What follows belongs to an exercise in optimizing a design on an open flow for small area and few clock cycles per item; a production flow would make more cautious choices. Only simulation tests tie the RTL to the original design; equivalence was not proved.

`flow/run.sh`:
```
#!/bin/bash
# synth_recipe.tcl (not shown) runs the flow's synth.tcl, then flattens the netlist and writes it again
# the make line also repeats each setting of config.mk as NAME=value (left out here)
make -C /OpenROAD-flow-scripts/flow DESIGN_CONFIG=/design/flow/config.mk WORK_HOME=/design/flow/orfs CLKGATE_MAP_FILE= SYNTH_SCRIPT=/design/flow/synth_recipe.tcl finish
```
`flow/config.mk`:
```
export PLATFORM = sky130hd
export DESIGN_NAME = krc_coder
export DESIGN_NICKNAME = krc_coder
export VERILOG_FILES = /design/flow/design.v
export SDC_FILE = /design/flow/constraint.sdc
export NUM_CORES = 4
export LEC_CHECK = 0
export CAP_MARGIN = 20
export CORE_MARGIN = 2
export CORE_UTILIZATION = 30
export PLACE_DENSITY = 0.4
export SLEW_MARGIN = 20
```
`flow/constraint.sdc`:
```
create_clock -name core_clock -period 60.0 [get_ports {clk}]
set_input_delay 12.0000 -clock core_clock [delete_from_list [all_inputs] [get_ports {clk}]]
set_output_delay 12.0000 -clock core_clock [all_outputs]
set_load 0.01 [all_outputs]
```
`flow/design.v`:
```
module krc_coder (
    input             clk,
    input             rst,           
    input             in_valid,
    output            in_ready,
    input             in_first,      
    input             in_last,       
    input             in_nb,         
    input      [1:0]  in_qsel,       
    input      [15:0] in_kinit,      
    input      [1:0]  in_col,
    input      [15:0] in_v,
    input      [15:0] in_p,
    input      [17:0] in_g,
    output reg        rec_valid,
    output reg [15:0] rec_data,
    output reg        out_valid,
    output reg [31:0] out_data,
    output reg [2:0]  out_nbytes,
    output reg        out_last
);
    localparam BUFW = 96;            
    localparam MAXC = 41;            
    reg        nb_r;
    reg [2:0]  q_r;
    reg [5:0]  ctx_n [0:63];
    reg [23:0] ctx_a [0:63];
    reg [BUFW-1:0] bbuf;             
    reg [6:0]      nbits;
    reg            flush;            
    assign in_ready = !flush && (nbits <= BUFW - MAXC + 32);
    wire take = in_valid && in_ready;
    wire       nb  = in_first ? in_nb : nb_r;
    wire [2:0] q   = in_first ? ({1'b0, in_qsel} + 3'd2) : q_r;
    wire signed [17:0] e_full = $signed({2'b00, in_v}) - $signed({2'b00, in_p});
    wire        [16:0] e_abs  = e_full[17] ? -e_full[16:0] : e_full[16:0];
    wire        [16:0] qa     = (e_abs + {15'd0, q[2:1]}) / {14'd0, q};
    wire signed [17:0] qe     = e_full[17] ? -$signed({1'b0, qa}) : $signed({1'b0, qa});
    wire signed [20:0] rq     = $signed({5'd0, in_p}) + qe * $signed({1'b0, q});
    wire        [15:0] rec_nb = rq[20] ? 16'd0 : (rq > 21'sd65535) ? 16'hffff : rq[15:0];
    wire signed [15:0] e_ll   = in_v - in_p;
    reg [16:0] m;
    always @(*) begin
        if (nb)
            m = qe[17] ? (-{qe[16:0], 1'b0} - 17'd1) : {qe[15:0], 1'b0};
        else
            m = e_ll[15] ? ({~e_ll, 1'b1} & 17'h1ffff) : {e_ll, 1'b0};
    end
    reg [3:0] cls;
    always @(*) begin
        cls = 4'd0;
        if (in_g >= 18'd2)   cls = cls + 4'd1;
        if (in_g >= 18'd4)   cls = cls + 4'd1;
        if (in_g >= 18'd6)   cls = cls + 4'd1;
        if (in_g >= 18'd8)   cls = cls + 4'd1;
        if (in_g >= 18'd12)  cls = cls + 4'd1;
        if (in_g >= 18'd16)  cls = cls + 4'd1;
        if (in_g >= 18'd24)  cls = cls + 4'd1;
        if (in_g >= 18'd32)  cls = cls + 4'd1;
        if (in_g >= 18'd48)  cls = cls + 4'd1;
        if (in_g >= 18'd64)  cls = cls + 4'd1;
        if (in_g >= 18'd96)  cls = cls + 4'd1;
        if (in_g >= 18'd128) cls = cls + 4'd1;
        if (in_g >= 18'd192) cls = cls + 4'd1;
        if (in_g >= 18'd256) cls = cls + 4'd1;
        if (in_g >= 18'd512) cls = cls + 4'd1;
    end
    wire [5:0] ctx = {in_col, cls};
    wire [3:0]  kin_col = in_kinit[4*in_col +: 4];
    wire [5:0]  cur_n   = in_first ? 6'd1 : ctx_n[ctx];
    wire [23:0] cur_a   = in_first ? (24'd1 << kin_col) : ctx_a[ctx];
    reg [4:0] k;
    integer i;
    always @(*) begin
        k = 5'd0;
        for (i = 0; i < 16; i = i + 1)
            if (({18'd0, cur_n} << i) < cur_a)
                k = k + 5'd1;
    end
    wire [23:0] sum_a = cur_a + {7'd0, m};
    wire [5:0]  new_n = (cur_n == 6'd63) ? 6'd32 : cur_n + 6'd1;
    wire [23:0] new_a = (cur_n == 6'd63) ? ((sum_a + 24'd1) >> 1) : sum_a;
    wire [16:0] u = m >> k;
    reg  [40:0] code;                
    reg  [5:0]  clen;
    always @(*) begin
        if (u < 17'd24) begin
            code = ({24'd0, m} & ((41'd1 << k) - 41'd1)) | (41'd1 << k);
            clen = u[5:0] + 6'd1 + {1'b0, k};
        end else begin
            code = {24'd0, m};
            clen = 6'd41;
        end
    end
    wire           emit_full = flush ? (nbits > 7'd32) : (nbits >= 7'd32);
    wire           emit_last = flush && (nbits <= 7'd32);
    wire [BUFW-1:0] buf_sh   = (emit_full || emit_last) ? (bbuf << 32) : bbuf;
    wire [6:0]      nbits_sh = emit_last ? 7'd0 : emit_full ? (nbits - 7'd32) : nbits;
    wire [BUFW-1:0] code_al  = {code, {(BUFW-MAXC){1'b0}}} << (7'd41 - {1'b0, clen});
    integer c;
    always @(posedge clk) begin
        if (rst) begin
            bbuf       <= {BUFW{1'b0}};
            nbits      <= 7'd0;
            flush      <= 1'b0;
            nb_r       <= 1'b0;
            q_r        <= 3'd2;
            rec_valid  <= 1'b0;
            rec_data   <= 16'd0;
            out_valid  <= 1'b0;
            out_data   <= 32'd0;
            out_nbytes <= 3'd0;
            out_last   <= 1'b0;
        end else begin
            out_valid  <= emit_full || emit_last;
            out_data   <= bbuf[BUFW-1 -: 32];
            out_nbytes <= emit_last ? ((nbits + 7'd7) >> 3) : 3'd4;
            out_last   <= emit_last;
            if (emit_last)
                flush <= 1'b0;
            rec_valid <= take;
            if (take) begin
                rec_data <= nb ? rec_nb : in_v;
                bbuf     <= buf_sh | (code_al >> nbits_sh);
                nbits    <= nbits_sh + {1'b0, clen};
                flush    <= in_last;
                if (in_first) begin
                    nb_r <= in_nb;
                    q_r  <= {1'b0, in_qsel} + 3'd2;
                end
            end else begin
                bbuf  <= buf_sh;
                nbits <= nbits_sh;
            end
        end
    end
    always @(posedge clk) begin
        if (take) begin
            for (c = 0; c < 64; c = c + 1) begin
                if (c[5:0] == ctx) begin
                    ctx_n[c] <= new_n;
                    ctx_a[c] <= new_a;
                end else if (in_first) begin
                    ctx_n[c] <= 6'd1;
                    ctx_a[c] <= 24'd1 << in_kinit[4*(c/16) +: 4];
                end
            end
        end
    end
endmodule
```
==> flow_summary.toml <==
[clock_network]
path_clk_slew_ns = 0.06
clk_path_buf_depth = 4
cts.sinks = 2082
cts_root_buf = "clkbuf_16"
htreeDepth = 5
hold_buffers = 0
clock_latency_ns = 0.98
numCtsBuffers = 264
cts_tree = "done"

[timing]
period_needed_ns = 56.34
finalSetupTns_ns = 0
fin_crit_sh = 0.939
hold_viol = 0
max_freq_mhz = 17.7
setup_viol = 0
final_max_slew_viol_count = 0
worst_slew_pin_slew_ns = 1.37
slew_headroom = 0.0833
final.setup_skew_ns = 0.122
rsz0062_at_grt = "false"

[critical_path]
critical_path.startpoint_type = "input port"
criticalPathCategory = "input port to register"
required_ns = 60.75
crit_top_cell = "ha_1"
end_kind = "register"
worst-path-buf-inv = 14
cpLargestDelayFamily = "simple AND/OR/NAND/NOR gates"
worst_path_largest_cell_delay_ns = 0.71
worst-path-max-fanout = 18
critPathSlowestCell = "or4_1"
cp.arrival_ns = 57.09

[die]
die_x_um = 641
start_util = 0.302
die_y_um = 641
coreArea_um2 = 403000
die-area_um2 = 411000
placementRows = 233
ios = 131

[final_layout]
nFillCells = 41100
syn_to_final_growth_pct = 15.6
final_cell_mix = "edfxtp_1 (1920), nand2_1 (1895), nor2_1 (1443), o21ai_0 (1328), buf_4 (606)"
fin_nets = 13200
drive_gt1_frac = 0.114
final_common_cell = "edfxtp_1"

[synthesis]
synth_cells = 12900
synth_area_leaders = "edfxtp_1 (47%), nand2_1 (6.0%), o21ai_0 (5.5%), nor2_1 (4.7%), clkbuf_1 (3.0%)"
yosysUniqueCellTypes = 129
ys_seq_area_frac = 0.500
async_flop_share = 0
ys_ff_latch = 2082
avgSynthCellArea_um2 = 9.43
synth_top_cell_by_area = "edfxtp_1"
ys_warn_count = 3
syn_area_um2 = 122000
ys.flop_type = "edfxtp_1"
synthDominantCellAreaShare = 0.474
syn-num-nets = 13300
synth_edf_count = 1920

[route]
wire_per_inst_um = 42.8
drtIter0Drc = 22300
met1_length_um = 292000
wl_met2_um = 338000
first_pass_iters = 7
highest_layer = "met5"
drc = 0
routed_wl_um = 789000
via_per_inst = 6.58
via_count = 122000
ant_nets = 0
met3WireLength_um = 99600

[placed_design]
place.gp.congestion = 0.954
io_buffers = 129
dp_hpwl_um = 496000

[global_routing]
antenna_found_initial = 93
grt_pass1_wl_um = 1030000
grtUsageTotal = 0.371
grt_max_degree = 96
overflow = 0
grt_pass1_vias = 110000

[status]
outcome = "finished clean"

[job]
cap_violations = 0

[hold_path]
hold_class = "register to register"
-- area by class of cell --
| cell class | count | area [um2] | area share |
|---|---|---|---|
| clock inverters | 135 | 1150 | 0.00817 |
| inverters | 247 | 930 | 0.00660 |
| repair buffers | 755 | 6260 | 0.0445 |
| diodes | 49 | 123 | 0.000871 |
| multi-input cells | 9454 | 57500 | 0.409 |
| clock buffers | 332 | 7120 | 0.0506 |
| well taps | 5405 | 6760 | 0.0480 |
| flip-flops and latches | 2082 | 60900 | 0.433 |
-- flip-flops by register name (all words and copies together), names as in the netlist --
signal and flops:
ctx_a 1536, ctx_n 384, bbuf 96, out_data 32
rec_data 16, nbits 7, out_nbytes 3, q_r 3
flush 1, nb_r 1, out_last 1, out_valid 1
rec_valid 1
-- metrics by stage --
| step | setup slack (ns) | hold slack [ns] | utilization | instance area [um2] | cells |
|---|---|---|---|---|---|
| after floorplan | 7.09 | 0.432 | - | 122000 | 12900 |
| after CTS | 2.02 | 0.466 | 0.348 | 140000 | 18400 |
| after detailed placement | 1.26 | 0.456 | 0.328 | 132000 | 17900 |
| after global routing | 0.00456 | 0.476 | 0.349 | 141000 | 18400 |
| after global placement | 1.54 | 0.445 | 0.327 | 132000 | 17900 |
| final | 3.66 | 0.463 | 0.349 | 141000 | 18500 |
-- what timing repair did --
action	4_1_cts	5_1_grt
setup endpoints to repair	0	340
gates resized for setup	0	23
buffers inserted	0	3
-- layer usage --
metal  up-vias  track usage
li1      47900            -
met1     61100        0.468
met2     10200        0.561
met3      2389        0.101
met4        24        0.235
met5         -            0
-- final timing paths --
path                        from                      end  slack, ns  depth (start not counted)
max                      in_v[0]       bbuf[2]$_SDFF_PP0_       3.66                        177
min          bbuf[88]$_SDFF_PP0_  out_data[24]$_SDFF_PP0_       0.46                          1
max reg2reg  q_r[1]$_SDFFE_PP1P_       bbuf[2]$_SDFF_PP0_      16.52                        172
min reg2reg  bbuf[88]$_SDFF_PP0_  out_data[24]$_SDFF_PP0_       0.46                          1
-- logic make-up (layout without fill, tap and decap cells) --
logic type | after synthesis | count (layout) | share of synthesized area
flip-flops | 2082 | 2082 | 0.500
XOR/XNOR | 247 | 247 | 0.0184
adder cells (fa/ha/maj) | 312 | 312 | 0.0343
AO/OA/AOI/OAI | 3870 | 3870 | 0.211
multiplexers | 219 | 219 | 0.0199
other | 0 | 49 | 0
buffers and inverters | 1375 | 1469 | 0.0430
AND/OR/NAND/NOR | 4806 | 4806 | 0.173
-- synthesized netlist by cell type, drive strengths merged (82+ instances only) --
cell type	n
nand2	1936
edfxtp	1920
nor2	1511
o21ai	1390
clkbuf	957
a21oi	453
nand3	362
a22oi	328
nor3	287
ha	274
inv	242
a31oi	190
buf	171
xnor2	170
dfxtp	162
mux2i	150
a221oi	141
and3	115
a211oi	110
o22ai	100
o21a	97
a22o	92
o211ai	92
nor2b	90
nor4	88
nand4	82
Testbench counts, summed over its fixed seeds: cycles 139,320, items 139,264.

re-timing with driven ports:
Ports are ideal in the flow. The routed layout listed here was re-timed in OpenROAD.
Step 1 assumes that a clkbuf_16 drives the clock port and a buf_2 every other input.
Step 2 also shifts input and output timing later by t, the mid clock arrival at the registers, as if the neighbouring blocks saw the same clock.
Slacks: no drivers / after step 1 / after step 2; pairs: no drivers / after step 1.
t (ns): 1.026
slack for setup (ns): 3.660 / 3.743 / 2.717
worst setup path at the end: input to register
latest minus earliest clock arrival (ns): 0.121 / 0.122
After both steps setup and hold are still met in this run. For this run, drivers alone change the setup slack by +0.083 ns; drivers and shift together by -0.943 ns.
